Source: an optimization exercise on an open RTL-to-GDS flow (aim: small area, a short achievable clock period and few clock cycles per item). Production flows keep margins and buffers that such runs may drop.
At most, simulation tests tie the RTL to the original design; equivalence was not proved.
The RTL of run 8 was laid out without a check of its function.

==> flow/design.v <==
module pagecode_dec (
  input  wire        clk,
  input  wire        rst,
  input  wire        in_valid,
  input  wire [7:0]  in_data,
  output reg         in_ready,
  output reg         out_valid,
  output reg         out_clean,
  output reg         out_poison,
  output reg         out_ok,
  output reg  [2:0]  out_count,
  output reg  [31:0] out_pos,
  output reg  [31:0] out_val
);
  function automatic [7:0] gf_mul(input [7:0] a, input [7:0] b);
    integer i;
    reg [7:0] p, aa;
    begin
      p  = 8'h00;
      aa = a;
      for (i = 0; i < 8; i = i + 1) begin
        if (b[i]) p = p ^ aa;
        aa = {aa[6:0], 1'b0} ^ (aa[7] ? 8'h1d : 8'h00);
      end
      gf_mul = p;
    end
  endfunction
  function automatic [3:0] gf16_mul(input [3:0] a, input [3:0] b);
    reg [6:0] p;
    begin
      p = ({3'b0, a} & {7{b[0]}}) ^ ({2'b0, a, 1'b0} & {7{b[1]}}) ^
          ({1'b0, a, 2'b0} & {7{b[2]}}) ^ ({a, 3'b0} & {7{b[3]}});
      gf16_mul = p[3:0] ^ {p[6:4], 1'b0} ^ {1'b0, p[6:4]};
    end
  endfunction
  function automatic [11:0] gf_inv1(input [7:0] a);
    reg [7:0] c;
    reg [3:0] a1, a0, sq, s0;
    begin
      c[0] = a[0] ^ a[1] ^ a[3] ^ a[5];
      c[1] = a[1] ^ a[4] ^ a[7];
      c[2] = a[7];
      c[3] = a[1] ^ a[6];
      c[4] = a[4] ^ a[7];
      c[5] = a[1] ^ a[3] ^ a[4];
      c[6] = a[2] ^ a[5] ^ a[6];
      c[7] = a[5];
      a1 = c[7:4]; a0 = c[3:0];
      sq[0] = a1[0] ^ a1[1];
      sq[1] = a1[0] ^ a1[2];
      sq[2] = a1[0];
      sq[3] = a1[0] ^ a1[1] ^ a1[3];
      s0[0] = a0[0] ^ a0[2];
      s0[1] = a0[2];
      s0[2] = a0[1] ^ a0[3];
      s0[3] = a0[3];
      gf_inv1 = {a1, a0 ^ a1, sq ^ s0 ^ gf16_mul(a1, a0)};
    end
  endfunction
  function automatic [7:0] gf_inv2(input [11:0] h);
    reg [7:0] c, o;
    reg [3:0] di;
    begin
      case (h[3:0])
        4'd0: di = 4'd0;
        4'd1: di = 4'd1;
        4'd2: di = 4'd9;
        4'd3: di = 4'd14;
        4'd4: di = 4'd13;
        4'd5: di = 4'd11;
        4'd6: di = 4'd7;
        4'd7: di = 4'd6;
        4'd8: di = 4'd15;
        4'd9: di = 4'd2;
        4'd10: di = 4'd12;
        4'd11: di = 4'd5;
        4'd12: di = 4'd10;
        4'd13: di = 4'd4;
        4'd14: di = 4'd3;
        4'd15: di = 4'd8;
        default: di = 4'd0;
      endcase
      c = {gf16_mul(h[11:8], di), gf16_mul(h[7:4], di)};
      o[0] = c[0] ^ c[2] ^ c[4] ^ c[5] ^ c[7];
      o[1] = c[1] ^ c[4];
      o[2] = c[1] ^ c[3] ^ c[4] ^ c[6] ^ c[7];
      o[3] = c[1] ^ c[2] ^ c[5];
      o[4] = c[2] ^ c[4];
      o[5] = c[7];
      o[6] = c[1] ^ c[3] ^ c[4];
      o[7] = c[2];
      gf_inv2 = o;
    end
  endfunction
  localparam [7:0] AM1 = 8'h8e, AM2 = 8'h47, AM3 = 8'had, AM4 = 8'hd8;
  localparam [63:0] SP = 64'h32_8b_76_67_53_26_e2_00;
  localparam [2:0] D_IDLE = 3'd0, D_F = 3'd1, D_UPD = 3'd2, D_DISC = 3'd3,
                   D_OMG = 3'd4, D_CHN = 3'd5, D_DRN = 3'd6, D_FIN = 3'd7;
  integer i;
  reg        vin;               
  reg  [7:0] din;               
  reg  [7:0] cnt;               
  reg  [7:0] syn [0:7];
  wire first = (cnt == 8'd0);
  wire last  = (cnt == 8'd135);
  wire take  = in_valid && in_ready;
  wire load  = vin && last;
  reg [7:0] syn_nx [0:7];
  always @(*) begin
    for (i = 0; i < 8; i = i + 1)
      syn_nx[i] = (first ? 8'h00 : gf_mul(syn[i], 8'h01 << i)) ^ din;
  end
  wire [7:0] cnt_nx = vin ? (last ? 8'd0 : cnt + 8'd1) : cnt;
  wire       c134    = vin ? (cnt == 8'd133) : (cnt == 8'd134);
  wire       c135    = vin ? (cnt == 8'd134) : last;
  wire       last_nx = take ? c134 : c135;
  always @(posedge clk) begin
    din <= in_data;
    if (rst) begin
      vin <= 1'b0;
      cnt <= 8'd0;
    end else begin
      vin <= take;
      cnt <= cnt_nx;
    end
    if (vin)
      for (i = 0; i < 8; i = i + 1)
        syn[i] <= syn_nx[i];
  end
  reg  [2:0] st;
  reg  [7:0] S    [0:7];        
  reg  [7:0] lam  [0:3];        
  reg  [7:0] bs   [0:3];        
  reg  [7:0] ma, mb;            
  reg  [7:0] binv;              
  reg  [7:0] dacc;              
  reg  [7:0] iv;                
  reg  [11:0] ih;               
  reg  [7:0] ovr;               
  reg  [2:0] sx;                
  reg  [1:0] lx;                
  reg  [2:0] r;                 
  reg  [2:0] k;                 
  reg  [2:0] L;
  reg        fail;              
  reg        lch;               
  reg        clean_f, pois_f;
  reg  [6:0] q;                 
  reg        hid;               
  reg        pa, pb, pc;        
  reg  [1:0] sa, sb, sc;        
  reg  [2:0] nroot;
  reg        fin_d;             
  wire [7:0] p    = gf_mul(ma, mb);
  wire [7:0] ssel = S[sx];
  wire [7:0] lsel = lam[lx];
  wire [7:0] i2   = gf_inv2(ih);                    
  wire s_zero = (S[0] | S[1] | S[2] | S[3] | S[4] | S[5] | S[6] | S[7]) == 8'h00;
  wire s_pois = {S[7], S[6], S[5], S[4], S[3], S[2], S[1], S[0]} == SP;
  wire       d_nz  = (ma != 8'h00);
  wire       lc    = d_nz && ({L, 1'b0} <= {1'b0, r});
  wire [3:0] lnew  = {1'b0, r} + 4'd1 - {1'b0, L};
  wire [2:0] r1    = r + 3'd1;
  wire [2:0] kmx1  = r1[2] ? 3'd4 : r1;             
  wire [2:0] jmax  = (r == 3'd1) ? 3'd3 : 3'd4;     
  wire [1:0] k1    = k[1:0] - 2'd1;                 
  wire [1:0] k2    = k[1:0] - 2'd2;
  wire       kfirst = r[2] ? (k == 3'd4) : (k == r);
  wire [7:0] acc   = (kfirst ? 8'h00 : dacc) ^ p;
  wire [7:0] ll0 = gf_mul(lam[0], AM1);
  wire [7:0] ll1 = gf_mul(lam[1], AM2);
  wire [7:0] ll2 = gf_mul(lam[2], AM3);
  wire [7:0] ll3 = gf_mul(lam[3], AM4);
  wire [7:0] ol1 = gf_mul(bs[1], AM1);
  wire [7:0] ol2 = gf_mul(bs[2], AM2);
  wire [7:0] ol3 = gf_mul(bs[3], AM3);
  wire [7:0] lv_hi = 8'h01 ^ lam[0] ^ lam[1] ^ lam[2] ^ lam[3];
  wire [7:0] lv_lo = 8'h01 ^ ll0 ^ ll1 ^ ll2 ^ ll3;
  wire       rt_hi = (lv_hi == 8'h00) && !hid;
  wire       rt_lo = (lv_lo == 8'h00);
  wire [7:0] dv_hi = lam[0] ^ lam[2];
  wire [7:0] dv_lo = ll0 ^ ll2;
  wire [7:0] ov_hi = bs[0] ^ bs[1] ^ bs[2] ^ bs[3];
  wire [7:0] ov_lo = bs[0] ^ ol1 ^ ol2 ^ ol3;
  wire       rt    = (st == D_CHN) && (rt_hi || rt_lo);
  wire       adv   = !(rt_hi && rt_lo);
  wire [1:0] slot  = L[1:0] - 2'd1 - nroot[1:0];
  wire       ok_dec = !clean_f && !fail && (nroot == L);
  reg  [2:0] st_nx;
  always @(*) begin
    st_nx = st;
    case (st)
      D_F:    if (r == 3'd0) st_nx = s_zero ? D_FIN : D_DISC;
              else if (lc && lnew > 4'd4) st_nx = D_FIN;
              else st_nx = D_UPD;
      D_UPD:  if (k == 3'd1) st_nx = (r == 3'd7) ? D_OMG : D_DISC;
      D_DISC: if (k == 3'd1) st_nx = D_F;
      D_OMG:  if (k == 3'd1 && r == 3'd1) st_nx = D_CHN;
      D_CHN:  if (adv && q == 7'd0) st_nx = D_DRN;
      D_DRN:  if (!pa && !pb) st_nx = D_FIN;
      D_FIN:  st_nx = D_IDLE;
      default: ;
    endcase
    if (load) st_nx = D_F;
  end
  always @(posedge clk) begin
    if (rst) begin
      st        <= D_IDLE;
      fin_d     <= 1'b0;
      out_valid <= 1'b0;
      in_ready  <= 1'b1;
    end else begin
      st        <= st_nx;
      fin_d     <= (st == D_FIN);
      out_valid <= fin_d;
      in_ready  <= !last_nx || (st == D_IDLE && !load) || (st == D_FIN) ||
                   (st == D_DRN && !pa && !pb);
    end
  end
  always @(posedge clk) begin
    ih <= gf_inv1(iv);
    case (st)
      D_F: begin
        if (r == 3'd0) begin
          clean_f <= s_zero;
          pois_f  <= s_pois;
          lam[0]  <= ma;
          if (!d_nz) begin
            bs[0] <= 8'h00;
            bs[1] <= 8'h01;
          end
          L   <= {2'b00, d_nz};
          lch <= d_nz;
          mb  <= ssel;                                
          sx  <= 3'd1;
          r   <= 3'd1;
          k   <= 3'd1;
        end else begin
          iv  <= ma;
          lch <= lc;
          if (lc)
            L <= lnew[2:0];
          if (lc && lnew > 4'd4)
            fail <= 1'b1;
          ma  <= p;
          mb  <= bs[jmax[1:0] - 2'd1];
          sx  <= (r[2] && r != 3'd7) ? r - 3'd3 : 3'd0;   
          lx  <= (r == 3'd7) ? 2'd2 : (r[2] || r == 3'd3) ? 2'd3 : r[1:0];
          k   <= jmax;
        end
      end
      D_UPD: begin
        lam[k1] <= lam[k1] ^ p;
        if (r == 3'd7)
          bs[k1] <= S[k1];                            
        else if (k == 3'd1)
          bs[0] <= {7'd0, lch};
        else
          bs[k1] <= lch ? lam[k2] : bs[k2];
        if (k == 3'd1) begin
          if (lch)
            binv <= i2;                               
          ma <= lsel;
          mb <= ssel;
          sx <= sx + 3'd1;
          lx <= lx - 2'd1;
          r  <= (r == 3'd7) ? 3'd3 : r1;
          k  <= (r == 3'd7) ? 3'd3 : kmx1;
        end else begin
          mb <= bs[k2];
          k  <= k - 3'd1;
        end
      end
      D_DISC: begin
        dacc <= acc;
        if (r == 3'd1 && lch)
          binv <= i2;                                 
        if (k == 3'd1) begin
          ma <= acc ^ ssel;                           
          mb <= (r == 3'd1 && lch) ? i2 : binv;
        end else begin
          ma <= lsel;
          mb <= ssel;
          sx <= sx + 3'd1;
          lx <= lx - 2'd1;
          k  <= k - 3'd1;
        end
      end
      D_OMG: begin
        bs[r[1:0]] <= bs[r[1:0]] ^ p;
        ma <= lsel;
        mb <= ssel;
        if (k == 3'd1) begin
          sx <= 3'd1;
          lx <= r[1:0] - 2'd3;
          r  <= r - 3'd1;
          k  <= r - 3'd1;
          q  <= 7'd67;
        end else begin
          sx <= (k == 3'd2) ? 3'd0 : sx + 3'd1;
          lx <= (k == 3'd2) ? r[1:0] - 2'd2 : lx - 2'd1;
          k  <= k - 3'd1;
        end
      end
      D_CHN: begin
        if (rt) begin
          iv       <= rt_hi ? dv_hi : dv_lo;
          dacc     <= rt_hi ? ov_hi : ov_lo;
          S[slot]  <= {q, rt_hi};
          sa       <= slot;
          nroot    <= nroot + 3'd1;
        end
        hid <= !adv;
        if (adv) begin
          lam[0] <= gf_mul(ll0, AM1);
          lam[1] <= gf_mul(ll1, AM2);
          lam[2] <= gf_mul(ll2, AM3);
          lam[3] <= gf_mul(ll3, AM4);
          bs[1]  <= gf_mul(ol1, AM1);
          bs[2]  <= gf_mul(ol2, AM2);
          bs[3]  <= gf_mul(ol3, AM3);
          q      <= q - 7'd1;
        end
      end
      default: ;
    endcase
    pa <= rt;
    pb <= pa;
    pc <= pb;
    if (pa) begin
      ovr <= dacc;
      sb  <= sa;
    end
    if (pb) begin
      ma <= ovr;
      mb <= i2;
      sc <= sb;
    end
    if (pc)
      S[3'd4 + sc] <= p;
    if (st == D_FIN)
      for (i = 0; i < 4; i = i + 1)
        if (!(ok_dec && i < L)) begin
          S[i]     <= 8'h00;
          S[i + 4] <= 8'h00;
        end
    if (load) begin
      for (i = 0; i < 8; i = i + 1)
        S[i] <= syn_nx[i];
      for (i = 0; i < 4; i = i + 1) begin
        lam[i] <= 8'h00;
        bs[i]  <= (i == 0) ? 8'h01 : 8'h00;
      end
      binv  <= 8'h01;
      ma    <= syn_nx[0];
      iv    <= syn_nx[0];
      sx    <= 3'd0;
      L     <= 3'd0;
      r     <= 3'd0;
      fail  <= 1'b0;
      hid   <= 1'b0;
      pa    <= 1'b0;
      pb    <= 1'b0;
      pc    <= 1'b0;
      nroot <= 3'd0;
    end
  end
  always @(posedge clk) begin
    out_pos    <= {S[3], S[2], S[1], S[0]};
    out_val    <= {S[7], S[6], S[5], S[4]};
    out_clean  <= clean_f;
    out_poison <= pois_f;
    out_ok     <= clean_f || ok_dec;
    out_count  <= ok_dec ? L : 3'd0;
  end
endmodule
==> flow/flow/run.sh <==
#!/bin/bash
# The standard layout, with ORFS's repair_timing aiming at a setup slack
# margin of 8.5 ns, and buf_2 cells as the port buffers (the SDC, clock period
# and all other settings unchanged).
set -euo pipefail
export SETUP_SLACK_MARGIN=8.5
export BUFFER_PORTS_ARGS="-buffer_cell sky130_fd_sc_hd__buf_2"
bash standard.sh > standard_flow.log 2>&1
==> flow/standard.sh <==
#!/bin/bash
# synth_recipe.tcl (not shown) runs the flow's synth.tcl, then flattens the netlist and writes it again
# the make line also repeats each setting of config.mk as NAME=value (left out here)
make -C /OpenROAD-flow-scripts/flow DESIGN_CONFIG=/design/flow/config.mk WORK_HOME=/design/flow/orfs CLKGATE_MAP_FILE= SYNTH_SCRIPT=/design/flow/synth_recipe.tcl "${@:-finish}"
==> flow/config.mk <==
export PLATFORM = sky130hd
export DESIGN_NAME = pagecode_dec
export DESIGN_NICKNAME = pagecode_dec
export VERILOG_FILES = /design/flow/design.v
export SDC_FILE = /design/flow/constraint.sdc
export NUM_CORES = 4
export LEC_CHECK = 0
export CAP_MARGIN = 20
export CORE_MARGIN = 2
export CORE_UTILIZATION = 40
export SLEW_MARGIN = 20
==> flow/constraint.sdc <==
create_clock -name core_clock -period 12.0 [get_ports {clk}]
set_input_delay 2.4000 -clock core_clock [delete_from_list [all_inputs] [get_ports {clk}]]
set_output_delay 2.4000 -clock core_clock [all_outputs]
set_load 0.01 [all_outputs]
==> results_dict.tcl, run 1 <==
set metrics [dict create \
    synth_area_sq_um 23810 \
    clk_pin_slew_ns 0.06 \
    drc 0 \
    slowest_stage "dfxtp_2" \
    rr_startpoint "lam[2][0]" \
    drive_above_1_share_pct 15.95 \
    reg2reg_depth 9 \
    critPathMaxFanout 1 \
    synth_area_leaders "edfxtp_1, dfxtp_1, xnor2_1" \
    cts_buffer_depth 3 \
    fill_cells 5414 \
    routedWlPerCell_um 24.84 \
    firstDrtPassIters 8 \
    drtIter0Drc 2402 \
    fmax_ghz 0.2866 \
    ys_seq_elements 390 \
    cp.required_ns 9.60 \
    worstHoldStart "sb[1]" \
    hold_violations 0 \
    dp_hpwl_mm 56.14 \
    design_area_sq_um 26570 \
    dieArea_sq_um 61500 \
    numCtsBuffers 45 \
    synth_common_cells "xnor2_1, nand2_1, edfxtp_1, dfxtp_1, nor2_1" \
    cts.root.buffer_cell "clkbuf_16" \
    arrival_ns 1.09 \
    ys_seq_area_share_pct 41.41 \
    placed_area_sq_um 24570 \
    rsz0062_at_grt "true" \
    synthMostInstantiatedCell "xnor2_1" \
    io_buffers 82 \
    ys_types 82 \
    htreeDepth 2 \
    dp_slack_ns 7.485 \
    path_cells "buf_2" \
    rows 89 \
    track_usage_pct 25.32 \
    critPathLaunchType "register" \
    antenna_found_initial 0 \
    core_sq_um 58910 \
    diodes 0 \
    die_h_um 248.0 \
    gp_congestion 0.9518 \
    slew-limit-headroom_pct 23.74 \
    setup_tns_ns 0 \
    grt_pass1_vias 17600 \
    seqCellArea_sq_um 9873 \
    clock_latency_ns 0.60 \
    cts_hold_buf 0 \
    fin_cells 3155 \
    area_growth_pct 11.60 \
    worst_slew_pin_slew_ns 1.141 \
    io_pins 83 \
    grt_max_degree 80 \
    avgSynthCellArea_sq_um 10.16 \
    cp-end-kind "output pin" \
    fin_skew_ns 0.03644 \
    yosysTopAreaCell "edfxtp_1" \
    finalSetupViolCount 0 \
    synth-warning-count 3 \
    via_per_inst 5.870 \
    via_count 18520 \
    fin_crit_ns 3.489 \
    synth_top_area_share_pct 25.85 \
    whs_path_depth 0 \
    critPathKind "register to output pin" \
    grt_pass1_wl_mm 116.0 \
    overflow 0 \
    worstHoldPathType "register to register" \
    fp.dieW_um 248.0 \
    multi_input_area_sq_um 13120 \
    crit_family "flip-flops" \
    async_flop_share_pct 0 \
    hold_path_end "sc[1]" \
    maxSlewViolCount 0 \
    rrSetupSlack_ns 8.59 \
    status "finished clean" \
    wl_mm 78.38 \
    slowest_delay_ns 0.35 \
    ys.flop_type "edfxtp_1" \
    initial_core_util_pct 40.42 \
    syn_nets 2394 \
    cts_tree "yes" \
    ant_nets 0 \
    cts.sinks 390 \
    place_inst 3033 \
    r2r-end "S[2][3]" \
    maxCapViolations 0 \
    cp.buffers_inverters 1 \
    synth-edff-count 205 \
    syn-instance-count 2343 \
    fin_ws_ns 8.511 \
    nets 2396 \
    finalCritPeriodShare_pct 29.07 \
]
[cell type report]
class,count,area share (%)
inverters,52,0.7392
clock inverters,26,0.8334
clock buffers,58,4.624
repair buffers,150,3.654
well taps,773,3.640
multi-input cells,1706,49.36
flip-flops and latches,390,37.15
[placed cells by master, fill, tap and decap left out, drive strengths merged, types with 34 or more instances in the layout]
cell,instances
inv,53
nand2,304
dfxtp,185
ha,39
o21ai,143
mux2i,34
a21oi,102
clkbuf,58
edfxtp,205
mux4,64
xor2,130
a211oi,39
xnor2,328
nor2,163
buf,150
[logic make-up after synthesis]
logic type | count (synthesis) | share of synthesized area, %
buffers and inverters | 247 | 4.477
multiplexers | 112 | 8.145
adder cells (fa/ha/maj) | 40 | 2.133
AND/OR/NAND/NOR | 616 | 11.23
AO/OA/AOI/OAI | 449 | 12.10
flip-flops | 390 | 41.41
XOR/XNOR | 489 | 20.50
[metal layers]
metal	vias up	track usage, %	routed length, um
li1	8244	-	-
met1	9101	36.07	33570
met2	1020	38.37	34390
met3	155	5.179	7708
met4	0	8.225	2720
met5	-	0	0
[through the flow]
stage / util, % / hold slack [ns]
floorplan: - / 0.3233
global placement: 41.70 / 0.4036
detailed placement: 41.71 / 0.3984
CTS: 44.75 / 0.4166
global route: 45.11 / 0.4265
finish: 45.11 / 0.4087
[worst max-delay path by stage]
stage,start,to,slack (ns),depth (start not counted)
3_5_place_dp,lam[2][0],S[3][4],7.48,8
2_1_floorplan,k[0],bs[3][1],8.62,12
4_1_cts,lam[3][2],q[2],8.51,6
5_1_grt,lam[2][0],S[2][3],8.47,9
6_report,out_val[14],out_val[14],8.51,1
3_3_place_gp,lam[2][2],S[2][4],7.49,8
[repair_timing]
| action | CTS | global route |
|---|---|---|
| resized for setup | 36 | 21 |
| setup endpoints to repair | 173 | 126 |
| hold endpoints to repair | 0 | 0 |
| pin swaps | 2 | 5 |
| setup buffers | 24 | 14 |
[state kept, by name (all words and copies together), names as in the netlist, 7 cells and up, named ones only]
name and cells:
dacc 8, syn 64, S 64, cnt 8, din 8, ih 8
q 7, binv 8, lam 32, out_val 32, out_pos 32, mb 8
iv 8, ovr 8, bs 32, ma 8
Testbench counts, summed over its fixed seeds: cycles 53,187, items 384.
==> run 2, diff against run 1 <==
--- a/flow/config.mk
+++ b/flow/config.mk
@@ -8,4 +8,6 @@
 export CAP_MARGIN = 20
 export CORE_MARGIN = 2
 export CORE_UTILIZATION = 40
+export CTS_CLUSTER_DIAMETER = 60
+export CTS_CLUSTER_SIZE = 16
 export SLEW_MARGIN = 20
==> results_dict.tcl, run 2 <==
set metrics [dict create \
    status "finished clean" \
    layout_commonest_cell "xnor2_1" \
    synth_xor_area_share_pct 20.50 \
    fmax_ghz 0.2877 \
    ys_seq_area_share_pct 41.41 \
    synth_compound_area_share_pct 12.10 \
    synth_area_leaders "edfxtp_1, dfxtp_1, xnor2_1" \
    cts_hold_buf 0 \
    ys_seq_elements 390 \
    slew-limit-headroom_pct 24.36 \
    die_h_um 248.0 \
    finalCritPeriodShare_pct 28.97 \
    fin_skew_ns 0.04561 \
    finalSetupViolCount 0 \
    avgSynthCellArea_sq_um 10.16 \
    worstHoldPathType "register to register" \
    cts.root.buffer_cell "clkbuf_16" \
    design_area_sq_um 26440 \
    slowest_stage "dfxtp_2" \
    critPathKind "register to output pin" \
    cp.buffers_inverters 1 \
    gp_congestion 0.9518 \
    rrSetupSlack_ns 8.57 \
    drc 0 \
    diodes 0 \
    drtIter0Drc 2412 \
    htreeDepth 2 \
    cts.sinks 390 \
    reg2reg_depth 9 \
    wl_mm 78.45 \
    fin_crit_ns 3.476 \
    mostFrequentLayoutCells "xnor2_1, nand2_1, edfxtp_1, dfxtp_1, nor2_1" \
    ys_types 82 \
    synth_top_area_share_pct 25.85 \
    worstHoldStart "sb[1]" \
    synth_top_family_by_area "XOR/XNOR gates" \
    synthMostInstantiatedCell "xnor2_1" \
    synth-warning-count 3 \
    ys.flop_type "edfxtp_1" \
    fp.dieW_um 248.0 \
    grt_pass1_wl_mm 115.9 \
    path_cells "buf_2" \
    cp.required_ns 9.60 \
    cp-end-kind "output pin" \
    numCtsBuffers 39 \
    io_buffers 82 \
    synth_mux_area_share_pct 8.145 \
    nets 2390 \
    core_sq_um 58910 \
    dp_hpwl_mm 56.14 \
    async_flop_share_pct 0 \
    worst_slew_pin_slew_ns 1.132 \
    crit_family "flip-flops" \
    dp_slack_ns 7.485 \
    synth_common_cells "xnor2_1, nand2_1, edfxtp_1, dfxtp_1, nor2_1" \
    via_count 18540 \
    critPathMaxFanout 1 \
    hold_path_end "sc[1]" \
    syn-instance-count 2343 \
    overflow 0 \
    r2r-end "lam[3][1]" \
    syn_nets 2394 \
    slowest_delay_ns 0.35 \
    clock_latency_ns 0.60 \
    cts_buffer_depth 3 \
    whs_path_depth 0 \
    rsz0062_at_grt "true" \
    synth_area_sq_um 23810 \
    critPathLaunchType "register" \
    fill_cells 5438 \
    synthSimpleGateAreaFrac_pct 11.23 \
    antenna_found_initial 1 \
    rows 89 \
    firstDrtPassIters 7 \
    maxSlewViolCount 0 \
    fin_hold_ws_ns 0.4164 \
    dieArea_sq_um 61500 \
    placed_area_sq_um 24570 \
    rr_startpoint "lam[2][0]" \
    seqCellArea_sq_um 9873 \
    area_growth_pct 11.06 \
    grt_max_degree 80 \
    synth-edff-count 205 \
    grt_pass1_vias 17580 \
    via_per_inst 5.905 \
    arrival_ns 1.08 \
    top_regs "S: 64 flops, syn: 64 flops" \
    maxCapViolations 0 \
    io_pins 83 \
    ant_nets 0 \
    drive_above_1_share_pct 15.59 \
    cts_tree "yes" \
    routedWlPerCell_um 24.98 \
    clk_pin_slew_ns 0.08 \
    initial_core_util_pct 40.42 \
    fin_ws_ns 8.524 \
    track_usage_pct 25.33 \
    yosys.area_share.adder_pct 2.133 \
    yosysTopAreaCell "edfxtp_1" \
    setup_tns_ns 0 \
    multi_input_area_sq_um 13160 \
    hold_violations 0 \
]
run 2: cell count changes in the layout (fill, tap and decap cells not counted), sizes merged:
cell    previous run  this run
inv               53        55
clkinv            22        12
clkbuf            58        51
run 2: per-stage QoR:
step | std cells | utilization, %
2_1_floorplan | 2343 | -
3_3_place_gp | 3033 | 41.70
3_5_place_dp | 3033 | 41.71
4_1_cts | 3128 | 44.49
5_1_grt | 3140 | 44.89
6_report | 3140 | 44.89
run 2: how the worst max path moves through the flow:
stage	slack, ns	startpoint	depth (start not counted)	end
after floorplan	8.62	k[0]	12	bs[3][1]
after global placement	7.49	lam[2][2]	8	S[2][4]
after detailed placement	7.48	lam[2][0]	8	S[3][4]
after CTS	8.50	out_pos[0]	1	out_pos[0]
after global routing	8.48	lam[2][0]	9	S[1][2]
final	8.52	out_pos[22]	1	out_pos[22]
run 2: cell families after synthesis:
kind of cell / after synthesis
buf+inv: 247
compound gates: 449
xor+xnor: 489
simple gates: 616
mux: 112
fa+ha+maj: 40
flops: 390
run 2: cell type report:
class                      instances  area share (%)
clock inverter                    18          0.8706
multi-input combinational       1706           49.76
inverter                          52          0.7428
tap                              773           3.657
sequential                       390           37.34
clock buffer                      51           3.937
timing repair buffer             150           3.695
run 2: metal layers:
layer  up-vias  wire length (um)  GRT usage [%]
met5         -                11              0
met4         2              2747          8.489
met3       166              7802          4.844
met2      1056             34510          38.29
met1      9094             33380          36.26
li1       8225                 -              -
run 2: what timing repair did:
item,in CTS,in global routing
setup buffers,26,12
setup endpoints to repair,172,88
gates cloned,0,0
pin swaps,2,4
gates resized for setup,38,24
==> run 3, diff against run 2 <==
--- a/flow/config.mk
+++ b/flow/config.mk
@@ -8,6 +8,6 @@
 export CAP_MARGIN = 20
 export CORE_MARGIN = 2
 export CORE_UTILIZATION = 40
-export CTS_CLUSTER_DIAMETER = 60
-export CTS_CLUSTER_SIZE = 16
+export CTS_CLUSTER_DIAMETER = 80
+export CTS_CLUSTER_SIZE = 20
 export SLEW_MARGIN = 20
==> results_dict.tcl, run 3 <==
set metrics [dict create \
    status "finished clean" \
    yosysTopAreaCell "edfxtp_1" \
    io_buffers 82 \
    slowest_delay_ns 0.37 \
    syn-instance-count 2343 \
    ant_nets 0 \
    numCtsBuffers 27 \
    wl_mm 77.91 \
    reg2reg_depth 7 \
    finalCritPeriodShare_pct 29.15 \
    maxSlewViolCount 0 \
    die_h_um 248.0 \
    via_count 18470 \
    clk_pin_slew_ns 0.09 \
    worst_slew_pin_slew_ns 1.096 \
    initial_core_util_pct 40.42 \
    r2r-end "bs[3][4]" \
    critPathMaxFanout 1 \
    hold_violations 0 \
    core_sq_um 58910 \
    layout_commonest_cell "xnor2_1" \
    cp-end-kind "output pin" \
    firstDrtPassIters 6 \
    gp_congestion 0.9518 \
    synth-edff-count 205 \
    dp_hpwl_mm 56.14 \
    setup_tns_ns 0 \
    async_flop_share_pct 0 \
    place_inst 3033 \
    ys.flop_type "edfxtp_1" \
    via_per_inst 5.917 \
    drive_above_1_share_pct 15.16 \
    critPathKind "register to output pin" \
    cp.buffers_inverters 1 \
    cts.root.buffer_cell "clkbuf_16" \
    clock_latency_ns 0.62 \
    nets 2379 \
    overflow 0 \
    arrival_ns 1.10 \
    worstHoldPathType "register to register" \
    synth-warning-count 3 \
    synth_common_cells "xnor2_1, nand2_1, edfxtp_1, dfxtp_1, nor2_1" \
    path_depth 1 \
    drtIter0Drc 2296 \
    cts_hold_buf 0 \
    fmax_ghz 0.2859 \
    fill_cells 5461 \
    maxCapViolations 0 \
    seqCellArea_sq_um 9884 \
    slowest_stage "dfxtp_2" \
    dieArea_sq_um 61500 \
    placed_area_sq_um 24570 \
    rr_startpoint "k[0]" \
    grt_max_degree 80 \
    drc 0 \
    cts_buffer_depth 3 \
    synth_top_area_share_pct 25.85 \
    rsz0062_at_grt "true" \
    fin_cells 3122 \
    track_usage_pct 25.04 \
    critPathLaunchType "register" \
    finalSetupViolCount 0 \
    fin_skew_ns 0.02920 \
    cp-endpoint "out_val[14]" \
    cts_tree "yes" \
    crit_family "flip-flops" \
    syn_nets 2394 \
    grt_pass1_wl_mm 115.1 \
    fp.dieW_um 248.0 \
    avgSynthCellArea_sq_um 10.16 \
    top_regs "S: 64 flops, syn: 64 flops" \
    cts.sinks 390 \
    io_pins 83 \
    cp.required_ns 9.60 \
    rows 89 \
    design_area_sq_um 26080 \
    path_cells "buf_6" \
    routedWlPerCell_um 24.95 \
    fin_crit_ns 3.498 \
    rrSetupSlack_ns 8.57 \
    antenna_found_initial 2 \
    area_growth_pct 9.511 \
    ys_types 82 \
    grt_pass1_vias 17390 \
    synthMostInstantiatedCell "xnor2_1" \
    mostFrequentLayoutCells "xnor2_1, nand2_1, edfxtp_1, dfxtp_1, nor2_1" \
    ys_seq_area_share_pct 41.41 \
    htreeDepth 1 \
    multi_input_area_sq_um 13130 \
    cp-startpoint "out_val[14]" \
    fin_hold_ws_ns 0.4268 \
    slew-limit-headroom_pct 26.56 \
    ys_seq_elements 390 \
    synth_area_sq_um 23810 \
    diodes 0 \
    synth_area_leaders "edfxtp_1, dfxtp_1, xnor2_1" \
]
[run 3: cell counts after synthesis]
Identical to the previous run, type by type.
[run 3: cells by family after synthesis]
logic type                 share of synthesized area (%)
AOI/OAI and AO/OA                                  12.10
xor gates and xnor gates                           20.50
adders and majority gates                          2.133
buffers and inverters                              4.477
DFF                                                41.41
muxes                                              8.145
and+or+nand+nor                                    11.23
[run 3: stage by stage]
step | worst slack [ns] | util, %
CTS | 8.496 | 43.85
floorplan | 8.622 | -
global placement | 7.495 | 41.70
detailed placement | 7.485 | 41.71
global route | 8.496 | 44.27
finish | 8.502 | 44.27
[run 3: timing repair]
| item | 4_1_cts | 5_1_grt |
|---|---|---|
| endpoints found under the setup margin | 175 | 128 |
| gates resized for setup | 42 | 32 |
| buffers inserted | 26 | 12 |
| pin swaps | 2 | 4 |
[run 3: worst min path at each step]
stage,startpoint,endpoint,slack (ns),cells after the start
4_1_cts,sb[0],sc[0],0.43,0
3_3_place_gp,pois_f,out_poison,0.40,0
5_1_grt,sa[1],sb[1],0.43,0
2_1_floorplan,pois_f,out_poison,0.32,0
6_report,sb[0],sc[0],0.43,0
3_5_place_dp,pois_f,out_poison,0.40,0
[run 3: area by class of cell]
cell class | count | area share (%)
clock buffers | 39 | 2.764
clock inverters | 11 | 0.5902
inverters | 52 | 0.7533
multi-input cells | 1706 | 50.35
flip-flops and latches | 390 | 37.91
well taps | 773 | 3.709
repair buffers | 151 | 3.930
[run 3: routing by layer]
layer / track usage (%) / wire, um / share of wire, % / vias up
met4: 8.278 / 2804 / 3.6 / 4
met5: 0 / 25 / 0.032 / -
met1: 36.16 / 33580 / 43 / 9079
met2: 37.82 / 33930 / 44 / 1031
li1: - / - / - / 8202
met3: 4.423 / 7563 / 9.7 / 158
==> run 4, diff against run 3 <==
--- a/flow/config.mk
+++ b/flow/config.mk
@@ -7,7 +7,7 @@
 export LEC_CHECK = 0
 export CAP_MARGIN = 20
 export CORE_MARGIN = 2
-export CORE_UTILIZATION = 40
+export CORE_UTILIZATION = 55
 export CTS_CLUSTER_DIAMETER = 80
 export CTS_CLUSTER_SIZE = 20
 export SLEW_MARGIN = 20
==> results_dict.tcl, run 4 <==
set metrics [dict create \
    rsz0062_at_grt "false" \
    synth_top_area_share_pct 25.85 \
    synth-edff-count 205 \
    via_count 18530 \
    io_buffers 82 \
    track_usage_pct 34.20 \
    drive_above_1_share_pct 14.88 \
    dp_hpwl_mm 54.98 \
    gp_congestion 0.9646 \
    fin_crit_ns 3.520 \
    synth_area_sq_um 23810 \
    nets 2377 \
    top_regs "S: 64 flops, syn: 64 flops" \
    placed_area_sq_um 24350 \
    fin_skew_ns 0.01916 \
    hold_violations 0 \
    cts.root.buffer_cell "clkbuf_16" \
    wl_mm 76.82 \
    design_area_sq_um 25810 \
    async_flop_share_pct 0 \
    finalSetupViolCount 0 \
    cts_buffer_depth 3 \
    ys.flop_type "edfxtp_1" \
    synthMostInstantiatedCell "xnor2_1" \
    rrSetupSlack_ns 8.48 \
    clk_pin_slew_ns 0.09 \
    area_growth_pct 8.402 \
    grt_pass1_vias 17290 \
    avgSynthCellArea_sq_um 10.16 \
    cts_hold_buf 0 \
    ys_seq_area_share_pct 41.41 \
    overflow 0 \
    clock_latency_ns 0.59 \
    syn-instance-count 2343 \
    syn_nets 2394 \
    r2r-end "S[1][6]" \
    synth-warning-count 3 \
    setup_tns_ns 0 \
    initial_core_util_pct 55.52 \
    cts.sinks 390 \
    cp-end-kind "register" \
    synth_area_leaders "edfxtp_1, dfxtp_1, xnor2_1" \
    io_pins 83 \
    ant_nets 0 \
    mostFrequentLayoutCells "xnor2_1, nand2_1, edfxtp_1, dfxtp_1, nor2_1" \
    fill_cells 3642 \
    postLayoutCoreUtil_pct 60.19 \
    core_sq_um 42890 \
    rr_startpoint "lam[2][0]" \
    numCtsBuffers 26 \
    critPathKind "register to register" \
    ys_types 82 \
    critPathMaxFanout 10 \
    hold_path_end "sb[1]" \
    drc 0 \
    arrival_ns 3.78 \
    finalCritPeriodShare_pct 29.34 \
    worst_slew_pin_slew_ns 1.098 \
    antenna_found_initial 6 \
    yosysTopAreaCell "edfxtp_1" \
    firstDrtPassIters 8 \
    ys_seq_elements 390 \
    fmax_ghz 0.2841 \
    maxSlewViolCount 0 \
    dieArea_sq_um 44970 \
    die_h_um 212.1 \
    htreeDepth 1 \
    reg2reg_depth 9 \
    whs_path_depth 0 \
    grt_pass1_wl_mm 113.6 \
    rows 76 \
    dp_slack_ns 7.613 \
    via_per_inst 6.316 \
    grt_max_degree 72 \
    fin_ws_ns 8.480 \
    layout_commonest_cell "xnor2_1" \
    status "finished clean" \
    fp.dieW_um 212.1 \
    worstHoldStart "sa[1]" \
    maxCapViolations 0 \
    cts_tree "yes" \
    slew-limit-headroom_pct 26.46 \
    critPathLaunchType "register" \
    drtIter0Drc 2574 \
    worstHoldPathType "register to register" \
    routedWlPerCell_um 26.19 \
    seqCellArea_sq_um 9876 \
    synth_common_cells "xnor2_1, nand2_1, edfxtp_1, dfxtp_1, nor2_1" \
    cp.required_ns 12.26 \
    multi_input_area_sq_um 13170 \
]
-- run 4: cell counts after synthesis --
Identical to the previous run, type by type.
-- run 4: cells by family (layout without fill, tap and decap cells) --
family | after synthesis | after routing | share of synthesized area (%)
flip-flops | 390 | 390 | 41.41
AO/OA/AOI/OAI | 449 | 449 | 12.10
buffers and inverters | 247 | 249 | 4.477
adder cells (fa/ha/maj) | 40 | 40 | 2.133
AND/OR/NAND/NOR | 616 | 617 | 11.23
other | 0 | 2 | 0
XOR/XNOR | 489 | 489 | 20.50
multiplexers | 112 | 112 | 8.145
-- run 4: critical path: stages, from the launching register on --
cell	delay (ns)
dfxtp_2	0.48
xnor3_2	0.52
xnor3_1	0.34
nor4_1	0.33
nand4_1	0.15
buf_4	0.20
o21ai_1	0.34
and2_2	0.34
nand2_1	0.17
o21ai_4	0.31
-- run 4: through the flow --
| stage | std cells | hold WS (ns) |
|---|---|---|
| final | 2933 | 0.4146 |
| after global routing | 2931 | 0.4237 |
| after CTS | 2908 | 0.4177 |
| after detailed placement | 2848 | 0.3943 |
| after global placement | 2848 | 0.3977 |
| after floorplan | 2343 | 0.3233 |
-- run 4: how the worst max path moves through the flow --
| stage | start | end | slack (ns) | cells after the start |
|---|---|---|---|---|
| after floorplan | k[0] | bs[3][1] | 8.62 | 12 |
| after global placement | lam[2][2] | S[1][3] | 7.75 | 8 |
| after detailed placement | lam[2][2] | S[1][6] | 7.61 | 8 |
| after CTS | r[0] | bs[1][0] | 8.49 | 9 |
| after global routing | lam[2][0] | S[3][7] | 8.48 | 9 |
| final | lam[2][0] | S[1][6] | 8.48 | 9 |
-- run 4: area by class of cell --
| class | instances | share of cell area [%] |
|---|---|---|
| Clock inverter | 10 | 0.5187 |
| Clock buffer | 38 | 2.860 |
| Sequential cell | 390 | 38.26 |
| Timing Repair Buffer | 149 | 3.698 |
| Multi-Input combinational cell | 1707 | 51.04 |
| Tap cell | 585 | 2.836 |
| Inverter | 52 | 0.7707 |
| Antenna cell | 2 | 0.01939 |
-- run 4: repair_timing --
| action | CTS | global route |
|---|---|---|
| setup buffers | 11 | 23 |
| endpoints found under the hold margin | 0 | 0 |
| setup endpoints to repair | 162 | 142 |
| pin swaps | 0 | 3 |
| cloned | 1 | 0 |
| gates resized for setup | 35 | 32 |
-- run 4: layer usage --
metal / global-route usage (%) / share of wire [%]
met1: 49.75 / 42
met2: 50.48 / 43
met3: 7.282 / 11
met4: 11.87 / 3.8
met5: 0 / 0
==> run 5, diff against run 4 <==
--- a/flow/config.mk
+++ b/flow/config.mk
@@ -7,7 +7,7 @@
 export LEC_CHECK = 0
 export CAP_MARGIN = 20
 export CORE_MARGIN = 2
-export CORE_UTILIZATION = 55
+export CORE_UTILIZATION = 50
 export CTS_CLUSTER_DIAMETER = 80
 export CTS_CLUSTER_SIZE = 20
 export SLEW_MARGIN = 20
==> results_dict.tcl, run 5 <==
set metrics [dict create \
    cts_tree "yes" \
    multi_input_area_sq_um 13130 \
    ys_types 82 \
    grt_pass1_vias 17200 \
    cp.buffers_inverters 1 \
    syn-instance-count 2343 \
    ys.flop_type "edfxtp_1" \
    finalSetupViolCount 0 \
    rrSetupSlack_ns 8.59 \
    firstDrtPassIters 6 \
    cp.required_ns 9.60 \
    layout_commonest_cell "xnor2_1" \
    top_regs "S: 64 flops, syn: 64 flops" \
    overflow 0 \
    clk_pin_slew_ns 0.09 \
    async_flop_share_pct 0 \
    syn_nets 2394 \
    cp-end-kind "output pin" \
    cp-endpoint "out_pos[14]" \
    critPathKind "register to output pin" \
    area_growth_pct 8.181 \
    fill_cells 4153 \
    ys_seq_elements 390 \
    drc 0 \
    via_count 18540 \
    worst_slew_pin_slew_ns 1.058 \
    antenna_found_initial 2 \
    cts.root.buffer_cell "clkbuf_16" \
    hold_violations 0 \
    synth_common_cells "xnor2_1, nand2_1, edfxtp_1, dfxtp_1, nor2_1" \
    yosysTopAreaCell "edfxtp_1" \
    worstHoldPathType "register to register" \
    fmax_ghz 0.2878 \
    numCtsBuffers 27 \
    synth_area_sq_um 23810 \
    dieArea_sq_um 49380 \
    slowest_delay_ns 0.36 \
    grt_max_degree 82 \
    htreeDepth 1 \
    gp_congestion 0.9740 \
    cts_buffer_depth 3 \
    drive_above_1_share_pct 14.65 \
    status "finished clean" \
    setup_tns_ns 0 \
    core_sq_um 46750 \
    initial_core_util_pct 50.93 \
    fin_skew_ns 0.01859 \
    io_buffers 82 \
    fp.dieW_um 222.2 \
    reg2reg_depth 9 \
    critPathLaunchType "register" \
    fin_crit_ns 3.475 \
    arrival_ns 1.07 \
    io_pins 83 \
    rows 79 \
    rsz0062_at_grt "true" \
    drtIter0Drc 2880 \
    wl_mm 76.63 \
    grt_pass1_wl_mm 113.3 \
    maxCapViolations 0 \
    nets 2372 \
    track_usage_pct 30.38 \
    finalCritPeriodShare_pct 28.96 \
    rr_startpoint "st[0]" \
    ant_nets 0 \
    cp-startpoint "out_pos[14]" \
    synth_area_leaders "edfxtp_1, dfxtp_1, xnor2_1" \
    cts.sinks 390 \
    place_inst 2870 \
    seqCellArea_sq_um 9879 \
    path_depth 1 \
    maxSlewViolCount 0 \
    critPathMaxFanout 1 \
    synth-edff-count 205 \
    mostFrequentLayoutCells "xnor2_1, nand2_1, edfxtp_1, dfxtp_1, nor2_1" \
    synth_top_area_share_pct 25.85 \
    routedWlPerCell_um 25.98 \
    path_cells "buf_6" \
    via_per_inst 6.286 \
    synth-warning-count 3 \
    slew-limit-headroom_pct 29.01 \
    fin_cells 2950 \
    die_h_um 222.2 \
    clock_latency_ns 0.61 \
    r2r-end "bs[0][5]" \
    dp_hpwl_mm 55.24 \
    synthMostInstantiatedCell "xnor2_1" \
    avgSynthCellArea_sq_um 10.16 \
    slowest_stage "dfxtp_2" \
    crit_family "flip-flops" \
    ys_seq_area_share_pct 41.41 \
]
run 5: cell counts after synthesis:
Identical to the previous run, type by type.
run 5: cell families after synthesis:
logic type	Yosys count	synth area share, %
compound gates	449	12.10
xor+xnor	489	20.50
fa+ha+maj	40	2.133
buf+inv	247	4.477
flops	390	41.41
mux	112	8.145
simple gates	616	11.23
run 5: stage by stage:
stage	area, sq um	hold WS (ns)	worst slack, ns	util [%]
finish	25760	0.4265	8.525	55.10
CTS	25460	0.4267	8.502	54.45
global route	25760	0.4290	8.465	55.09
global placement	24380	0.4013	7.831	52.14
floorplan	23820	0.3233	8.622	-
detailed placement	24380	0.4071	7.683	52.14
run 5: worst min path at each step:
stage               startpoint          to  slack, ns  cells after the start
CTS                      sb[1]       sc[1]       0.43                      0
global placement         sb[0]       sc[0]       0.40                      0
finish                   sb[1]       sc[1]       0.43                      0
detailed placement       sb[1]       sc[1]       0.41                      0
global route             sb[1]       sc[1]       0.43                      0
floorplan               pois_f  out_poison       0.32                      0
run 5: metal layers:
metal,vias to the layer above,global-route usage (%),part of all wire [%]
li1,8187,-,-
met1,9081,45.34,43
met2,1152,45.21,43
met3,123,6.149,12
met4,0,7.280,2.4
met5,-,0,0
run 5: repair_timing:
| action | in CTS | in global routing |
|---|---|---|
| setup buffers | 9 | 19 |
| hold buffers | 0 | 0 |
| gates cloned | 0 | 1 |
| gates resized for setup | 38 | 33 |
| pin swaps | 0 | 6 |
| setup endpoints to repair | 176 | 143 |
run 5: area by class of cell:
class                      count  share of cell area [%]
antenna                        1                0.009714
clock buffer                  39                   2.885
clock inverter                11                  0.4954
inverter                      52                  0.7626
multi-input combinational   1707                   50.97
sequential                   390                   38.35
tap                          607                   2.948
timing repair buffer         143                   3.575
==> run 6, diff against run 5 <==
==> flow/flow/run.sh (replaced) <==
#!/bin/bash
# The standard layout, with ORFS's repair_timing aiming at a setup slack
# margin of 8.6 ns, and buf_2 cells as the port buffers (the SDC, clock period
# and all other settings unchanged).
set -euo pipefail
export SETUP_SLACK_MARGIN=8.6
export BUFFER_PORTS_ARGS="-buffer_cell sky130_fd_sc_hd__buf_2"
bash standard.sh > standard_flow.log 2>&1
--- a/flow/config.mk
+++ b/flow/config.mk
@@ -7,7 +7,7 @@
 export LEC_CHECK = 0
 export CAP_MARGIN = 20
 export CORE_MARGIN = 2
-export CORE_UTILIZATION = 50
+export CORE_UTILIZATION = 40
 export CTS_CLUSTER_DIAMETER = 80
 export CTS_CLUSTER_SIZE = 20
 export SLEW_MARGIN = 20
==> results_dict.tcl, run 6 <==
set metrics [dict create \
    cts.sinks 390 \
    critPathMaxFanout 1 \
    dp_hpwl_mm 56.14 \
    fin_crit_ns 3.502 \
    drive_above_1_share_pct 17.50 \
    crit_family "flip-flops" \
    path_cells "buf_6" \
    cts_buffer_depth 3 \
    clock_latency_ns 0.62 \
    fmax_ghz 0.2856 \
    firstDrtPassIters 8 \
    mostFrequentLayoutCells "xnor2_1, nand2_1, edfxtp_1, nor2_1, dfxtp_1" \
    yosysTopAreaCell "edfxtp_1" \
    ys_seq_elements 390 \
    slowest_stage "dfxtp_2" \
    dieArea_sq_um 61500 \
    cts.root.buffer_cell "clkbuf_16" \
    area_growth_pct 11.52 \
    cp.buffers_inverters 1 \
    setup_tns_ns 0 \
    maxCapViolations 0 \
    critPathLaunchType "register" \
    synth_area_leaders "edfxtp_1, dfxtp_1, xnor2_1" \
    critPathKind "register to output pin" \
    hold_violations 0 \
    ys_types 82 \
    wl_mm 78.53 \
    top_regs "S: 64 flops, syn: 64 flops" \
    htreeDepth 1 \
    maxSlewViolCount 0 \
    slowest_delay_ns 0.38 \
    rsz0062_at_grt "true" \
    dp_slack_ns 7.485 \
    arrival_ns 1.10 \
    routedWlPerCell_um 24.98 \
    ant_nets 0 \
    clk_pin_slew_ns 0.09 \
    io_pins 83 \
    grt_pass1_vias 17400 \
    io_buffers 82 \
    ys_seq_area_share_pct 41.41 \
    track_usage_pct 25.09 \
    drc 0 \
    synth_top_area_share_pct 25.85 \
    antenna_found_initial 1 \
    diodes 0 \
    core_sq_um 58910 \
    place_inst 3033 \
    cts_hold_buf 0 \
    layout_commonest_cell "xnor2_1" \
    synth-edff-count 205 \
    fp.dieW_um 248.0 \
    cp.required_ns 9.60 \
    ys.flop_type "edfxtp_1" \
    grt_max_degree 80 \
    rows 89 \
    via_count 18470 \
    drtIter0Drc 2320 \
    synthMostInstantiatedCell "xnor2_1" \
    via_per_inst 5.873 \
    synth_area_sq_um 23810 \
    syn-instance-count 2343 \
    avgSynthCellArea_sq_um 10.16 \
    cp-end-kind "output pin" \
    initial_core_util_pct 40.42 \
    fin_skew_ns 0.02339 \
    syn_nets 2394 \
    synth-warning-count 3 \
    fin_cells 3144 \
    worst_slew_pin_slew_ns 1.136 \
    gp_congestion 0.9518 \
    cts_tree "yes" \
    slew-limit-headroom_pct 24.10 \
    async_flop_share_pct 0 \
    finalCritPeriodShare_pct 29.18 \
    grt_pass1_wl_mm 115.4 \
    synth_common_cells "xnor2_1, nand2_1, edfxtp_1, dfxtp_1, nor2_1" \
    overflow 0 \
    numCtsBuffers 27 \
    die_h_um 248.0 \
    status "finished clean" \
    finalSetupViolCount 0 \
    worstHoldPathType "register to register" \
    fin_ws_ns 8.498 \
    nets 2401 \
]
## run 6: cell counts after synthesis
Identical to the previous run, type by type.
## run 6: stage by stage
stage	utilization [%]	area (sq um)	hold WS (ns)
3_3_place_gp	41.70	24560	0.4036
6_report	45.08	26560	0.4243
3_5_place_dp	41.71	24570	0.3984
5_1_grt	45.08	26560	0.4350
4_1_cts	44.13	26000	0.4253
2_1_floorplan	-	23820	0.3233
## run 6: what timing repair did
action | 4_1_cts | 5_1_grt
pin swaps | 4 | 9
setup buffers | 32 | 28
endpoints found under the hold margin | 0 | 0
cloned | 0 | 1
endpoints found under the setup margin | 263 | 214
gates resized for setup | 72 | 75
## run 6: worst paths after layout
check,endpoint,slack [ns],cells after the start,start
worst min-delay path,sc[0],0.42,0,sb[0]
worst max register to register,ma[2],8.65,9,ma[5]
worst max-delay path,out_val[14],8.50,1,out_val[14]
worst min register to register,sc[0],0.42,0,sb[0]
## run 6: kinds of logic (layout without fill, tap and decap cells)
logic type	Yosys count	after routing	synth area share (%)
AND/OR/NAND/NOR	616	616	11.23
XOR/XNOR	489	489	20.50
AO/OA/AOI/OAI	449	449	12.10
flip-flops	390	390	41.41
buffers and inverters	247	275	4.477
multiplexers	112	112	8.145
adder cells (fa/ha/maj)	40	40	2.133
## run 6: layout make-up
cell class / count / area (sq um)
Fill cell: 5430 / 32350
Clock inverter: 11 / 153.9
Timing Repair Buffer: 173 / 1381
Sequential cell: 390 / 9918
Clock buffer: 39 / 720.7
Tap cell: 773 / 967.2
Inverter: 52 / 197.7
Multi-Input combinational cell: 1706 / 13220
## run 6: per-layer routing
layer	global-route usage (%)	wire length, um
met3	4.141	7362
met4	8.225	2597
met5	0	16
met2	38.06	34580
met1	36.30	33980
==> run 7, diff against run 6 <==
==> flow/flow/run.sh (replaced) <==
#!/bin/bash
# The standard layout, with ORFS's repair_timing aiming at a setup slack
# margin of 8.4 ns, and buf_2 cells as the port buffers (the SDC, clock period
# and all other settings unchanged).
set -euo pipefail
export SETUP_SLACK_MARGIN=8.4
export BUFFER_PORTS_ARGS="-buffer_cell sky130_fd_sc_hd__buf_2"
bash standard.sh > standard_flow.log 2>&1
--- a/flow/config.mk
+++ b/flow/config.mk
@@ -7,7 +7,7 @@
 export LEC_CHECK = 0
 export CAP_MARGIN = 20
 export CORE_MARGIN = 2
-export CORE_UTILIZATION = 40
+export CORE_UTILIZATION = 50
 export CTS_CLUSTER_DIAMETER = 80
 export CTS_CLUSTER_SIZE = 20
 export SLEW_MARGIN = 20
==> results_dict.tcl, run 7 <==
set metrics [dict create \
    status "finished clean" \
    maxSlewViolCount 0 \
    initial_core_util_pct 50.93 \
    grt_pass1_vias 17030 \
    avgSynthCellArea_sq_um 10.16 \
    worst_slew_pin_slew_ns 1.046 \
    worstHoldPathType "register to register" \
    synth_area_leaders "edfxtp_1, dfxtp_1, xnor2_1" \
    fin_cells 2957 \
    maxCapViolations 0 \
    setup_tns_ns 0 \
    routedWlPerCell_um 25.61 \
    syn_nets 2394 \
    cts.sinks 390 \
    cts_hold_buf 0 \
    ys_seq_elements 390 \
    crit_family "XOR/XNOR gates" \
    r2r-end "bs[3][0]" \
    htreeDepth 1 \
    ys.flop_type "edfxtp_1" \
    worstHoldStart "sa[0]" \
    ys_types 82 \
    path_cells "buf_4 -> xor2_4 -> xnor2_1 -> nand2_1 -> xnor2_1 -> xnor2_2 -> xnor2_1 -> a21oi_1 -> a211oi_1" \
    numCtsBuffers 28 \
    cts_tree "yes" \
    nets 2379 \
    syn-instance-count 2343 \
    track_usage_pct 30.12 \
    finalCritPeriodShare_pct 29.32 \
    diodes 0 \
    ys_seq_area_share_pct 41.41 \
    clk_pin_slew_ns 0.09 \
    synth_common_cells "xnor2_1, nand2_1, edfxtp_1, dfxtp_1, nor2_1" \
    rows 79 \
    fin_ws_ns 8.482 \
    gp_congestion 0.9367 \
    cts.root.buffer_cell "clkbuf_16" \
    hold_path_end "sb[0]" \
    synth_area_sq_um 23810 \
    rsz0062_at_grt "false" \
    dp_slack_ns 7.548 \
    antenna_found_initial 2 \
    critPathLaunchType "register" \
    io_buffers 82 \
    arrival_ns 3.84 \
    ant_nets 0 \
    fin_skew_ns 0.02277 \
    synthMostInstantiatedCell "xnor2_1" \
    drc 0 \
    area_growth_pct 7.945 \
    slowest_stage "xnor2_2" \
    drive_above_1_share_pct 14.21 \
    dieArea_sq_um 49380 \
    synth-warning-count 3 \
    fin_crit_ns 3.518 \
    mostFrequentLayoutCells "xnor2_1, nand2_1, edfxtp_1, dfxtp_1, nor2_1" \
    via_count 18350 \
    slew-limit-headroom_pct 29.96 \
    postLayoutCoreUtil_pct 54.98 \
    hold_violations 0 \
    rrSetupSlack_ns 8.48 \
    dp_hpwl_mm 55.06 \
    yosysTopAreaCell "edfxtp_1" \
    die_h_um 222.2 \
    cp_common_cell "xnor2_1" \
    cts_buffer_depth 3 \
    grt_max_degree 72 \
    layout_commonest_cell "xnor2_1" \
    drtIter0Drc 2458 \
    whs_path_depth 0 \
    critPathMaxFanout 16 \
    cp-end-kind "register" \
    top_regs "S: 64 flops, syn: 64 flops" \
    async_flop_share_pct 0 \
    critPathKind "register to register" \
    place_inst 2872 \
    grt_pass1_wl_mm 112.3 \
    fp.dieW_um 222.2 \
    cp.required_ns 12.32 \
    slowest_delay_ns 0.80 \
    core_sq_um 46750 \
    overflow 0 \
    clock_latency_ns 0.60 \
    synth-edff-count 205 \
    fmax_ghz 0.2843 \
    synth_top_area_share_pct 25.85 \
    finalSetupViolCount 0 \
    reg2reg_depth 9 \
    wl_mm 75.73 \
    rr_startpoint "ma[6]" \
    via_per_inst 6.205 \
    cp.buffers_inverters 1 \
    firstDrtPassIters 7 \
    io_pins 83 \
]
==> run 7: cell count changes in the layout (fill, tap and decap cells not counted), sizes merged <==
cell,previous run,this run
clkinv,4,5
clkinvlp,0,1
buf,172,150
bufinv,1,0
==> run 7: worst max-delay path by stage <==
stage | start | end | depth (start not counted)
global route | ma[5] | lam[3][3] | 9
detailed placement | lam[2][2] | S[2][6] | 8
finish | ma[6] | bs[3][0] | 9
global placement | lam[2][2] | S[2][2] | 8
CTS | L[0] | S[6][2] | 7
floorplan | k[0] | bs[3][1] | 12
==> run 7: area by class of cell <==
cell class | instances | area (sq um)
fill | 4117 | 21050
timing repair buffer | 150 | 932.1
sequential | 390 | 9864
multi-input combinational | 1706 | 13050
inverter | 52 | 198.9
clock buffer | 40 | 768.2
tap | 607 | 759.5
clock inverter | 12 | 133.9
==> run 7: cell families (layout without fill, tap and decap cells) <==
logic type | count (synthesis) | in the layout | share of synthesized area, %
AOI/OAI and AO/OA | 449 | 449 | 12.10
xor gates and xnor gates | 489 | 489 | 20.50
and+or+nand+nor | 616 | 616 | 11.23
adders and majority gates | 40 | 40 | 2.133
buffers and inverters | 247 | 254 | 4.477
DFF | 390 | 390 | 41.41
muxes | 112 | 112 | 8.145
==> run 7: layer usage <==
metal	up-vias	global-route usage, %	part of all wire, %
li1	8183	-	-
met1	9035	44.71	43
met2	1008	44.61	44
met3	122	6.427	11
met4	0	7.803	2.7
met5	-	0	0
==> run 7: through the flow <==
stage | instance area, sq um | hold slack (ns)
2_1_floorplan | 23810 | 0.3233
3_3_place_gp | 24390 | 0.4056
3_5_place_dp | 24400 | 0.4045
4_1_cts | 25500 | 0.4216
5_1_grt | 25700 | 0.4184
6_report | 25700 | 0.4251
==> run 7: repair_timing <==
action	in CTS	in global routing
pin swaps	0	6
buffers inserted	14	19
gates resized for setup	25	14
setup endpoints to repair	148	115
==> run 8, diff against run 7 <==
--- a/flow/design.v
+++ b/flow/design.v
@@ -136,7 +136,6 @@
   reg  [7:0] dacc;              
   reg  [7:0] iv;                
   reg  [11:0] ih;               
-  reg  [7:0] ovr;               
   reg  [2:0] sx;                
   reg  [1:0] lx;                
   reg  [2:0] r;                 
@@ -155,8 +154,10 @@
   wire [7:0] ssel = S[sx];
   wire [7:0] lsel = lam[lx];
   wire [7:0] i2   = gf_inv2(ih);                    
-  wire s_zero = (S[0] | S[1] | S[2] | S[3] | S[4] | S[5] | S[6] | S[7]) == 8'h00;
-  wire s_pois = {S[7], S[6], S[5], S[4], S[3], S[2], S[1], S[0]} == SP;
+  wire s_zero = (syn_nx[0] | syn_nx[1] | syn_nx[2] | syn_nx[3] |
+                 syn_nx[4] | syn_nx[5] | syn_nx[6] | syn_nx[7]) == 8'h00;
+  wire s_pois = {syn_nx[7], syn_nx[6], syn_nx[5], syn_nx[4],
+                 syn_nx[3], syn_nx[2], syn_nx[1], syn_nx[0]} == SP;
   wire       d_nz  = (ma != 8'h00);
   wire       lc    = d_nz && ({L, 1'b0} <= {1'b0, r});
   wire [3:0] lnew  = {1'b0, r} + 4'd1 - {1'b0, L};
@@ -190,7 +191,7 @@
   always @(*) begin
     st_nx = st;
     case (st)
-      D_F:    if (r == 3'd0) st_nx = s_zero ? D_FIN : D_DISC;
+      D_F:    if (r == 3'd0) st_nx = clean_f ? D_FIN : D_DISC;
               else if (lc && lnew > 4'd4) st_nx = D_FIN;
               else st_nx = D_UPD;
       D_UPD:  if (k == 3'd1) st_nx = (r == 3'd7) ? D_OMG : D_DISC;
@@ -222,8 +223,6 @@
     case (st)
       D_F: begin
         if (r == 3'd0) begin
-          clean_f <= s_zero;
-          pois_f  <= s_pois;
           lam[0]  <= ma;
           if (!d_nz) begin
             bs[0] <= 8'h00;
@@ -244,7 +243,7 @@
             fail <= 1'b1;
           ma  <= p;
           mb  <= bs[jmax[1:0] - 2'd1];
-          sx  <= (r[2] && r != 3'd7) ? r - 3'd3 : 3'd0;   
+          sx  <= (r == 3'd7) ? 3'd3 : r[2] ? r - 3'd3 : 3'd0;
           lx  <= (r == 3'd7) ? 2'd2 : (r[2] || r == 3'd3) ? 2'd3 : r[1:0];
           k   <= jmax;
         end
@@ -252,7 +251,7 @@
       D_UPD: begin
         lam[k1] <= lam[k1] ^ p;
         if (r == 3'd7)
-          bs[k1] <= S[k1];                            
+          bs[k1] <= ssel;                             
         else if (k == 3'd1)
           bs[0] <= {7'd0, lch};
         else
@@ -269,6 +268,8 @@
         end else begin
           mb <= bs[k2];
           k  <= k - 3'd1;
+          if (r == 3'd7)
+            sx <= sx - 3'd1;
         end
       end
       D_DISC: begin
@@ -328,11 +329,11 @@
     pb <= pa;
     pc <= pb;
     if (pa) begin
-      ovr <= dacc;
-      sb  <= sa;
+      binv <= dacc;
+      sb   <= sa;
     end
     if (pb) begin
-      ma <= ovr;
+      ma <= binv;
       mb <= i2;
       sc <= sb;
     end
@@ -352,6 +353,8 @@
         bs[i]  <= (i == 0) ? 8'h01 : 8'h00;
       end
       binv  <= 8'h01;
+      clean_f <= s_zero;
+      pois_f  <= s_pois;
       ma    <= syn_nx[0];
       iv    <= syn_nx[0];
       sx    <= 3'd0;
==> flow/flow/run.sh (replaced) <==
#!/bin/bash
# The standard layout, with ORFS's repair_timing aiming at a setup slack
# margin of 8.5 ns, and buf_2 cells as the port buffers (the SDC, clock period
# and all other settings unchanged).
set -euo pipefail
export SETUP_SLACK_MARGIN=8.5
export BUFFER_PORTS_ARGS="-buffer_cell sky130_fd_sc_hd__buf_2"
bash standard.sh > standard_flow.log 2>&1
==> results_dict.tcl, run 8 <==
set metrics [dict create \
    synth_xor_area_share_pct 19.95 \
    ys_seq_area_share_pct 40.57 \
    arrival_ns 1.07 \
    cts_buffer_depth 3 \
    clk_pin_slew_ns 0.08 \
    via_per_inst 6.229 \
    mostFrequentLayoutCells "xnor2_1, nand2_1, edfxtp_1, nor2_1, dfxtp_1" \
    fin_skew_ns 0.03703 \
    dieArea_sq_um 49180 \
    maxSlewViolCount 0 \
    syn-instance-count 2440 \
    firstDrtPassIters 17 \
    numCtsBuffers 27 \
    ant_nets 0 \
    io_buffers 82 \
    routedWlPerCell_um 24.99 \
    critPathMaxFanout 1 \
    status "finished clean" \
    worstHoldPathType "register to register" \
    die_h_um 221.8 \
    synth_top_family_by_area "XOR/XNOR gates" \
    layout_commonest_cell "xnor2_1" \
    synth_compound_area_share_pct 12.87 \
    setup_tns_ns 0 \
    grt_pass1_vias 17890 \
    synth_mux_area_share_pct 7.277 \
    cp.required_ns 9.60 \
    fin_ws_ns 8.532 \
    rsz0062_at_grt "true" \
    ys_types 82 \
    syn_nets 2492 \
    cp-end-kind "output pin" \
    fmax_ghz 0.2883 \
    path_cells "buf_2" \
    synth_area_leaders "edfxtp_1, dfxtp_1, xnor2_1" \
    finalCritPeriodShare_pct 28.90 \
    slowest_delay_ns 0.33 \
    drive_above_1_share_pct 15.14 \
    via_count 19140 \
    async_flop_share_pct 0 \
    critPathLaunchType "register" \
    worst_slew_pin_slew_ns 1.423 \
    grt_max_degree 76 \
    hold_violations 0 \
    overflow 0 \
    track_usage_pct 30.62 \
    synth_top_area_share_pct 24.95 \
    cts_tree "yes" \
    area_growth_pct 9.652 \
    synthSimpleGateAreaFrac_pct 12.49 \
    synth-edff-count 197 \
    crit_family "flip-flops" \
    dp_slack_ns 7.485 \
    initial_core_util_pct 50.82 \
    gp_congestion 0.9468 \
    wl_mm 76.75 \
    rows 79 \
    yosysTopAreaCell "edfxtp_1" \
    grt_pass1_wl_mm 115.2 \
    maxCapViolations 0 \
    synth_common_cells "xnor2_1, nand2_1, edfxtp_1, nor2_1, dfxtp_1" \
    drtIter0Drc 2197 \
]
run 8: cell count changes after synthesis, sizes merged, moves of 18 or more:
cell	change
inv	+28
nor2	+31
nor3	+21
o21ai	-23
o22ai	+23
xnor2	+18
run 8: logic make-up after synthesis:
| logic type | Yosys count |
|---|---|
| multiplexers | 101 |
| AO/OA/AOI/OAI | 468 |
| XOR/XNOR | 506 |
| buffers and inverters | 272 |
| adder cells (fa/ha/maj) | 41 |
| AND/OR/NAND/NOR | 670 |
| flip-flops | 382 |
run 8: area by class of cell:
cell class / count / area, sq um
multi-input combinational: 1786 / 13250
sequential: 382 / 9653
tap: 607 / 759.5
fill: 4121 / 20660
inverter: 79 / 304.0
antenna: 1 / 2.502
clock buffer: 37 / 735.7
timing repair buffer: 167 / 1151
clock inverter: 13 / 138.9
run 8: repair_timing:
action | CTS | global route
endpoints found under the setup margin | 204 | 144
resized for setup | 47 | 46
pin swaps | 1 | 4
setup buffers | 19 | 22
hold buffers | 0 | 0
run 8: metal layers:
layer  global-route usage [%]  routed length [um]
met4                    8.806                2093
met5                        0                  13
met1                    43.40               31330
met3                    4.691                8169
met2                    48.67               35150
run 8: worst paths after layout:
path                                  start          end  slack, ns  cells past startpoint
worst max-delay path            out_val[26]  out_val[26]       8.53                      1
worst min-delay path                S[7][2]  out_val[26]       0.37                      0
worst max register to register         k[0]        mb[3]       8.54                      9
worst min register to register      S[7][2]  out_val[26]       0.37                      0
run 8: metrics by stage:
step	utilization [%]	area [sq um]	cells
global placement	52.36	24430	2980
detailed placement	52.38	24440	2980
global route	55.72	25990	3071
CTS	55.02	25670	3049
floorplan	-	23710	2440
finish	55.72	26000	3072

[afterwards: timing with drivers on the ports]
The flow's constraints put no driver on any port. The routed layouts listed below were extracted and timed again, unchanged, in two steps.
Step 1: set_driving_cell puts a clkbuf_16 on clk and a buf_2 on each other input, an assumption about the parent block.
Step 2 adds t to the input delays and takes it off the output delays; t is the mean of the earliest and latest rising clock arrival at the registers after step 1. Input paths then give back, and output paths get back, about the clock's delay inside the block.
Three values: no drivers, after step 1, after step 2; two values: the first two.
run | shift t [ns] | setup WS [ns] | worst data-port slew with drivers (ns) | pins driven straight from the clock port
run 1 | 0.641 | 8.511 / 8.456 / 8.590 | 0.03 | 1
run 2 | 0.636 | 8.524 / 8.464 / 8.570 | 0.03 | 1
run 3 | 0.665 | 8.502 / 8.445 / 8.568 | 0.03 | 1
run 4 | 0.640 | 8.480 / 8.465 / 8.480 | 0.03 | 1
run 5 | 0.654 | 8.525 / 8.466 / 8.590 | 0.03 | 1
run 6 | 0.667 | 8.498 / 8.438 / 8.648 | 0.03 | 1
run 7 | 0.642 | 8.482 / 8.427 / 8.482 | 0.03 | 1
run 8 | 0.658 | 8.532 / 8.473 / 8.543 | 0.03 | 1
After both steps every run listed still meets setup and hold.
